Source: an optimization exercise on an open RTL-to-GDS flow (aim: small area, a short achievable clock period and few clock cycles per item). Production flows keep margins and buffers that such runs may drop. The RTL was checked by simulation tests, not by an equivalence proof against the original design.

purple:
## kx_line_packer
module kx_line_packer (
    input  wire        clk,
    input  wire        rst,
    input  wire [11:0] cfg_nozzles,    
    input  wire [3:0]  cfg_def,        
    input  wire [1:0]  cfg_op1,        
    input  wire [1:0]  cfg_op2,
    input  wire [1:0]  cfg_op3,
    input  wire        cfg_mask_en,    
    input  wire [31:0] cfg_sub,        
    input  wire [1:0]  cfg_sub_cap,
    input  wire [11:0] cfg_ovl_hi,     
    input  wire [11:0] cfg_ovl_lo,     
    input  wire        in_valid,
    output wire        in_ready,
    input  wire [3:0]  in_line,        
    input  wire [15:0] in_l0,          
    input  wire [15:0] in_l1,
    input  wire [15:0] in_l2,
    input  wire [15:0] in_l3,
    input  wire [2:0]  in_cov,         
    input  wire [7:0]  in_mask,        
    input  wire [7:0]  in_dead,        
    output reg         out_valid,
    output reg         out_last,
    output reg  [15:0] out_codes
);
Settings: LEC_CHECK=0, CAP_MARGIN=20, CORE_MARGIN=2, CORE_UTILIZATION=40, CTS_BUF_LIST=sky130_fd_sc_hd__clkbuf_4 sky130_fd_sc_hd__clkbuf_8, CTS_CLUSTER_DIAMETER=120, CTS_CLUSTER_SIZE=14, SLEW_MARGIN=20; clock period 13.0 ns.
run.sh (not shown) runs the stock make flow with config.mk's settings and CLKGATE_MAP_FILE= SYNTH_SCRIPT=/design/flow/synth_recipe.tcl, a recipe that flattens the netlist after the stock synthesis.
Testbench counts of purple, summed over its fixed seeds: cycles 25,344, beats 24,576.
Edits applied to the flow inputs when going from purple to red:
--- a/flow/design.v
+++ b/flow/design.v
@@ -284,13 +284,12 @@
     end
     assign in_ready = tbl_ok;
     wire in_fire = in_valid & tbl_ok;
     reg              p_valid;
     reg  [15:0]      p_code;
     reg  [7:0]       p_dead;
-    reg  [3:0]       p_pop;       
     reg  [3:0]       p_x;
     reg  [8:0] apos;          
     wire [13:0] apos_s  = radd13({4'd0, apos}, 13'd0, 1'b1);
     wire [8:0]  apos_inc = apos_s[8:0];
     wire        f_last  = (apos == r_lastb);
     always @(posedge clk) begin
@@ -316,14 +315,12 @@
         if (rst)
             p_valid <= 1'b0;
         else
             p_valid <= in_fire;
         p_code <= s0_code;
         p_dead <= in_dead;
-        p_pop  <= {3'd0, in_dead[0]} + {3'd0, in_dead[1]} + {3'd0, in_dead[2]} + {3'd0, in_dead[3]}
-                + {3'd0, in_dead[4]} + {3'd0, in_dead[5]} + {3'd0, in_dead[6]} + {3'd0, in_dead[7]};
         p_x    <= in_line;
     end
     reg  [7:0]  lo_t;
     reg  [11:0] lo_rn;
     reg  [7:0]  hi_t;
     reg  [11:0] hi_r;
@@ -407,13 +404,14 @@
             a_valid <= p_valid;
         a_first  <= (apos == 9'd0);
         a_last   <= f_last;
         a_pos0   <= apos[0];
         a_code   <= p_code;
         a_dead   <= p_dead;
-        a_pop    <= p_pop;
+        a_pop    <= {3'd0, p_dead[0]} + {3'd0, p_dead[1]} + {3'd0, p_dead[2]} + {3'd0, p_dead[3]}
+                  + {3'd0, p_dead[4]} + {3'd0, p_dead[5]} + {3'd0, p_dead[6]} + {3'd0, p_dead[7]};
         a_x      <= p_x;
         a_lo_tb  <= lo_t;
         a_lo_t7  <= lo_s8[19:12];
         a_hi_t7  <= hi_t;
         a_lo_c   <= lo_c;
         a_hi_c   <= hi_c;
Results
- red vs purple, uppermost signal routing layer after detailed routing: met4 vs met5
- Slowest cell on the critical path = sky130_fd_sc_hd__xnor2_2: red; slowest cell on the critical path = sky130_fd_sc_hd__dfxtp_1: purple
- Looking at red and purple, the count of antenna-violating nets left after detailed routing is a wash.
- Diff purple -> red: minimum clock period climbed 0.12 ns; sequential fraction of total cell area barely changed.
- Re average cell area after synthesis: red and purple aren't equal, and the lower value belongs to red.
- In the flow results for red and purple, the cell count is smaller on purple.
- Diff purple -> red: die area stayed essentially flat; area of the placeable core stayed essentially flat; xor-xnor portion of the synthesized cell area stayed essentially flat; fmax fell by 4.6 MHz; number of standard cells after synthesis stayed essentially flat.
- met3 track demand over resource in global routing down 0.26 points in red wrt purple
- Compared red against purple; die boundary height within noise.
Testbench counts of red, summed over its fixed seeds: cycles 25,344, beats 24,576.

separate check: timing with driven ports:
Ports are ideal in the flow. The routed layouts listed here were re-timed in OpenROAD. Step 1 sets driving cells, clkbuf_16 on the clock port and buf_2 on the other inputs (assumed; they add their load-dependent delay and slew). Step 2 adds t to the input delays and takes it off the output delays; t is the mean of the earliest and latest rising clock arrival at the registers after step 1. Input paths then give back, and output paths get back, about the clock's delay inside the block. Slacks: ideal / step 1 / step 2; pairs: ideal / step 1.
run | t, ns | setup slack, ns | hold slack, ns | latest minus earliest clock arrival (ns) | worst slew at a driven data input, ns
purple | 0.841 | 8.025 / 8.025 / 7.438 | 0.306 / 0.306 / 0.306 | 0.065 / 0.065 | 0.13
red | 0.847 | 7.908 / 7.908 / 7.677 | 0.331 / 0.331 / 0.331 | 0.077 / 0.076 | 0.08
After both steps every run listed still meets setup and hold. For purple, which loses most, drivers alone change the setup slack by 0.000 ns; drivers and shift together by -0.587 ns.
